Background: an optimization exercise with open tools, aiming at small area, a short achievable clock period and few clock cycles per item. Do not read the settings as production practice.
Only simulation tests tie the RTL to the original design; equivalence was not proved.
Power and IR drop assume default switching activity.

==> run K: inputs <==
## whorl_xu
module whorl_xu (
    input             clk,
    input             rst,           
    input             in_valid,
    output            in_ready,
    input      [5:0]  in_op,
    input      [1:0]  in_acc,        
    input      [15:0] in_imm,
    input      [31:0] in_a,
    input      [31:0] in_b,
    input      [31:0] in_d,          
    output reg        out_valid,
    output reg [31:0] out_res,
    output reg [47:0] out_acc,
    output reg        out_sat,
    output reg        out_illegal
);
clock: 24.0 ns
lec_check: 0
abc_area: 1
cap_margin: 20
core_margin: 2
core_utilization: 50
place_density: 0.65
slew_margin: 20
standard.sh (not shown) runs the stock make flow with config.mk's settings and CLKGATE_MAP_FILE= SYNTH_SCRIPT=/design/flow/synth_recipe.tcl, a recipe that flattens the netlist after the stock synthesis.
==> flow/flow/run.sh <==
#!/bin/bash
set -euo pipefail
bash standard.sh "BUFFER_PORTS_ARGS=-buffer_cell sky130_fd_sc_hd__buf_2" \
    SETUP_SLACK_MARGIN=18.1 SKIP_GATE_CLONING=1 finish > flow_standard.log 2>&1
==> inputs of run M, as changes to run K <==
--- a/flow/design.v
+++ b/flow/design.v
@@ -135,14 +135,16 @@
     wire        ardfit  = (ardw[36:31] == {6{ardw[31]}});
     wire [31:0] ardres  = ardfit ? ardw[31:0] : (ardw[36] ? MIN32 : MAX32);
     wire [47:0] acc_new = macmsu2 ? macv : ald2 ? tx : aclp2 ? aclpv : acc_old;
     integer i;
     always @(posedge clk) begin
         for (i = 0; i < 4; i = i + 1)
-            if (rst | we2[i])
-                acc[i] <= acc_new & {48{~rst}};
+            if (rst)
+                acc[i] <= 48'd0;
+            else if (we2[i])
+                acc[i] <= acc_new;
         out_valid   <= rst ? 1'b0 : v2;
         out_res     <= ard2 ? ardres : aclp2 ? 32'd0 : res2;
         out_acc     <= acc_new;
         out_sat     <= (macmsu2 & sovf) | (ard2 & ~ardfit) | sat2;
         out_illegal <= ill2;
     end
@@ -162,37 +164,35 @@
     wire is_min  = op == 6'h07, is_max  = op == 6'h08, is_clmp = op == 6'h09;
     wire is_and  = op == 6'h0A, is_or   = op == 6'h0B, is_xor  = op == 6'h0C;
     wire is_shl  = op == 6'h0D, is_sar  = op == 6'h0E, is_shr  = op == 6'h0F;
     wire is_lih  = op == 6'h10, is_lil  = op == 6'h11, is_addi = op == 6'h12;
     wire is_slt  = op == 6'h13, is_cmov = op == 6'h14, is_aclp = op == 6'h1D;
     wire [15:0] imm   = d[15:0];
-    wire        bneg  = b[31];
-    wire        sub_b = is_sub | is_subw | is_min | is_max | is_slt | (is_clmp & bneg);
+    wire        sub_b = is_sub | is_subw;
     wire [31:0] y     = is_addi ? {{16{imm[15]}}, imm} : (sub_b ? ~b : b);
     wire [31:0] s_lo;
     wire        s_co;
     whorl_xu_add32 add_s (.a(a), .b(y), .ci(sub_b), .s(s_lo), .co(s_co));
     wire [32:0] s     = {a[31] ^ y[31] ^ s_co, s_lo};
     wire        s_ovf = s[32] ^ s[31];
-    wire        lt    = s[32];                    
     wire [31:0] nx    = is_clmp ? b : a;
     wire [31:0] n;
     wire        n_co;
     whorl_xu_add32 add_n (.a(~nx), .b(32'd0), .ci(1'b1), .s(n), .co(n_co));
     wire        n_ovf = nx[31] & ~(|nx[30:0]);    
+    wire [31:0] lt_s;
+    wire        lt_co;
+    whorl_xu_add32 add_lt (.a({~a[31], a[30:0]}), .b({b[31], ~b[30:0]}), .ci(1'b1),
+                           .s(lt_s), .co(lt_co));
+    wire        lt    = ~lt_co;
+    wire        eq    = a == b;
+    wire        bneg  = b[31];
     wire        bmin  = n_ovf;                    
-    wire        amin  = a[31] & ~(|a[30:0]);
-    wire [32:0] ax    = {a[31], a};
-    wire [32:0] bx    = {b[31], b};
-    wire [32:0] hx    = ~(ax ^ bx);
-    wire [32:0] hy    = bneg ? (ax | bx) : (ax & ~bx);
-    wire [31:0] h_s;
-    wire        h_co;
-    whorl_xu_add32 add_h (.a(hx[31:0]), .b({hy[30:0], 1'b0}), .ci(1'b0), .s(h_s), .co(h_co));
-    wire        c_hi  = (hx[32] ^ hy[31] ^ h_co) == 1'b0 && !bmin;
-    wire        c_lo  = bmin ? amin : s[32];
+    wire        s_pos = ~s[32] & (|s[31:0]);      
+    wire        c_hi  = bneg ? s_pos : ~lt & ~eq;
+    wire        c_lo  = bneg ? (bmin ? eq : lt) : s[32];
     wire        c_n   = (c_hi & bneg & ~bmin) | (c_lo & ~bneg);
     wire        c_b   = (c_hi & ~bneg) | (c_lo & bneg & ~bmin);
     wire        c_m1  = c_lo & bmin;
     wire [4:0]  k = imm[4:0];
     reg  [31:0] a_rev, sh_rev;
     integer     i;
==> flow/run.sh (new file) <==
#!/bin/bash
# synth_recipe.tcl (not shown) runs the flow's synth.tcl, then flattens the netlist and writes it again
# the make line also repeats each setting of config.mk as NAME=value (left out here)
make -C /OpenROAD-flow-scripts/flow DESIGN_CONFIG=/design/flow/config.mk WORK_HOME=/design/flow/orfs CLKGATE_MAP_FILE= SYNTH_SCRIPT=/design/flow/synth_recipe.tcl finish
removed: flow/flow/run.sh
removed: flow/standard.sh
==> inputs of run A, as changes to run K <==
--- a/flow/design.v
+++ b/flow/design.v
@@ -135,14 +135,16 @@
     wire        ardfit  = (ardw[36:31] == {6{ardw[31]}});
     wire [31:0] ardres  = ardfit ? ardw[31:0] : (ardw[36] ? MIN32 : MAX32);
     wire [47:0] acc_new = macmsu2 ? macv : ald2 ? tx : aclp2 ? aclpv : acc_old;
     integer i;
     always @(posedge clk) begin
         for (i = 0; i < 4; i = i + 1)
-            if (rst | we2[i])
-                acc[i] <= acc_new & {48{~rst}};
+            if (rst)
+                acc[i] <= 48'd0;
+            else if (we2[i])
+                acc[i] <= acc_new;
         out_valid   <= rst ? 1'b0 : v2;
         out_res     <= ard2 ? ardres : aclp2 ? 32'd0 : res2;
         out_acc     <= acc_new;
         out_sat     <= (macmsu2 & sovf) | (ard2 & ~ardfit) | sat2;
         out_illegal <= ill2;
     end
@@ -162,37 +164,41 @@
     wire is_min  = op == 6'h07, is_max  = op == 6'h08, is_clmp = op == 6'h09;
     wire is_and  = op == 6'h0A, is_or   = op == 6'h0B, is_xor  = op == 6'h0C;
     wire is_shl  = op == 6'h0D, is_sar  = op == 6'h0E, is_shr  = op == 6'h0F;
     wire is_lih  = op == 6'h10, is_lil  = op == 6'h11, is_addi = op == 6'h12;
     wire is_slt  = op == 6'h13, is_cmov = op == 6'h14, is_aclp = op == 6'h1D;
     wire [15:0] imm   = d[15:0];
-    wire        bneg  = b[31];
-    wire        sub_b = is_sub | is_subw | is_min | is_max | is_slt | (is_clmp & bneg);
+    wire        sub_b = is_sub | is_subw;
     wire [31:0] y     = is_addi ? {{16{imm[15]}}, imm} : (sub_b ? ~b : b);
     wire [31:0] s_lo;
     wire        s_co;
     whorl_xu_add32 add_s (.a(a), .b(y), .ci(sub_b), .s(s_lo), .co(s_co));
     wire [32:0] s     = {a[31] ^ y[31] ^ s_co, s_lo};
     wire        s_ovf = s[32] ^ s[31];
-    wire        lt    = s[32];                    
     wire [31:0] nx    = is_clmp ? b : a;
     wire [31:0] n;
     wire        n_co;
     whorl_xu_add32 add_n (.a(~nx), .b(32'd0), .ci(1'b1), .s(n), .co(n_co));
     wire        n_ovf = nx[31] & ~(|nx[30:0]);    
+    wire [31:0] lt_s;
+    wire        lt_co;
+    whorl_xu_add32 add_lt (.a({~a[31], a[30:0]}), .b({b[31], ~b[30:0]}), .ci(1'b1),
+                           .s(lt_s), .co(lt_co));
+    wire        lt    = ~lt_co;
+    wire        eq    = a == b;
+    wire        bneg  = b[31];
     wire        bmin  = n_ovf;                    
-    wire        amin  = a[31] & ~(|a[30:0]);
-    wire [32:0] ax    = {a[31], a};
-    wire [32:0] bx    = {b[31], b};
-    wire [32:0] hx    = ~(ax ^ bx);
-    wire [32:0] hy    = bneg ? (ax | bx) : (ax & ~bx);
-    wire [31:0] h_s;
-    wire        h_co;
-    whorl_xu_add32 add_h (.a(hx[31:0]), .b({hy[30:0], 1'b0}), .ci(1'b0), .s(h_s), .co(h_co));
-    wire        c_hi  = (hx[32] ^ hy[31] ^ h_co) == 1'b0 && !bmin;
-    wire        c_lo  = bmin ? amin : s[32];
+    wire [32:0] p1_x  = ~({a[31], a} ^ {b[31], b});
+    wire [32:0] p1_y  = {{a[31], a[31:0]} | {b[31], b[31:0]}};
+    wire [31:0] p1_s;
+    wire        p1_co;
+    whorl_xu_add32 add_p1 (.a(p1_x[31:0]), .b({p1_y[30:0], 1'b0}), .ci(1'b0),
+                           .s(p1_s), .co(p1_co));
+    wire        s_pos = ~(p1_x[32] ^ p1_y[31] ^ p1_co);
+    wire        c_hi  = bneg ? s_pos & ~bmin : ~lt & ~eq;
+    wire        c_lo  = bneg ? (bmin ? eq : lt) : s[32];
     wire        c_n   = (c_hi & bneg & ~bmin) | (c_lo & ~bneg);
     wire        c_b   = (c_hi & ~bneg) | (c_lo & bneg & ~bmin);
     wire        c_m1  = c_lo & bmin;
     wire [4:0]  k = imm[4:0];
     reg  [31:0] a_rev, sh_rev;
     integer     i;
==> flow/flow/run.sh (replaced) <==
#!/bin/bash
set -euo pipefail
bash standard.sh "BUFFER_PORTS_ARGS=-buffer_cell sky130_fd_sc_hd__buf_4" \
    SETUP_SLACK_MARGIN=18 SKIP_GATE_CLONING=1 finish > flow_standard.log 2>&1
==> run summary <==
Finished Layout Cells: run A 9849; run M 9549; run K 9079
Core Footprint: run A 120000 um^2; run M 117000 um^2; run K 118000 um^2
Area growth from synthesis to layout: run A 9.56%; run M 9.91%; run K 9.44%
Clk pin slew, worst setup/hold paths: run A 0.07 ns; run M 0.06 ns; run K 0.06 ns
Share of post-route cells with drive strength above 1: run A 7.85%; run M 5.13%; run K 9.98%
DP Worst Slack: run A 16.87 ns; run M 16.57 ns; run K 17.36 ns
Per-cell via count in the routed design: run A 5.90; run M 5.98; run K 6.13
Final Cell Area: run A 65900 um^2; run M 64700 um^2; run K 64600 um^2
Number of non-clock inverters: run A 1392; run M 1318; run K 1069
Non-clock buffer count: run A 381; run M 376; run K 395
Power, Total: run A 7.62 mW; run M 7.73 mW; run K 8.40 mW
Largest fanout of any net on the critical path: run A 1; run M 38; run K 1
Largest net degree at the start of global routing: run A 97; run M 127; run K 69
Setup slack of the most critical reg-to-reg path: run A 18.25 ns; run M 16.37 ns; run K 18.09 ns
Antenna violations before repair: run A 7; run M 7; run K 19
Unrepaired setup endpoints after global routing: run A true; run M false; run K true
Post-Place Cell Area: run A 63100 um^2; run M 62200 um^2; run K 61400 um^2
Outcome: run A finished clean; run M finished clean; run K finished clean
Register share of the cell area: run A 18.7%; run M 19.0%; run K 22.1%
Pint: run A 3.89 mW; run M 3.92 mW; run K 4.21 mW
Overall routed net length: run A 239 mm; run M 238 mm; run K 247 mm
Power density over the cells: run A 116 nW/um^2; run M 119 nW/um^2; run K 130 nW/um^2
Final cycle utilization of the critical path: run A 25.0%; run M 31.8%; run K 24.9%
Multi-Input Combinational: run A 5718; run M 5582; run K 5312
Die width: run A 351 um; run M 347 um; run K 348 um
Testbench counts of run K, summed over its fixed seeds: cycles 64,040, items 64,000.
Testbench counts of run M, summed over its fixed seeds: cycles 64,040, items 64,000.
Testbench counts of run A, summed over its fixed seeds: cycles 64,040, items 64,000.

==> port drivers added, routing unchanged <==
The flow's constraints put no driver on any port. The routed layouts listed below were extracted and timed again, unchanged, in two steps.
Step 1 sets driving cells, clkbuf_16 on the clock port and buf_2 on the other inputs (assumed; they add their load-dependent delay and slew).
Step 2 times the ports against the registers' clock, not the clock port: input delays grow and output delays shrink by t, the midpoint of the rising clock arrivals with the driver on.
Slacks: ideal / step 1 / step 2; pairs: ideal / step 1.
run	t, ns	setup WS [ns]	worst setup path at the end
run K	0.756	18.033 / 17.955 / 17.481	input to register
run M	0.738	16.373 / 16.373 / 16.373	register to register
run A	0.783	18.003 / 17.926 / 17.510	input to register
After both steps every run listed still meets setup and hold. The setup slack of run K, which loses most, moves by -0.078 ns with the drivers and by -0.552 ns with both steps.
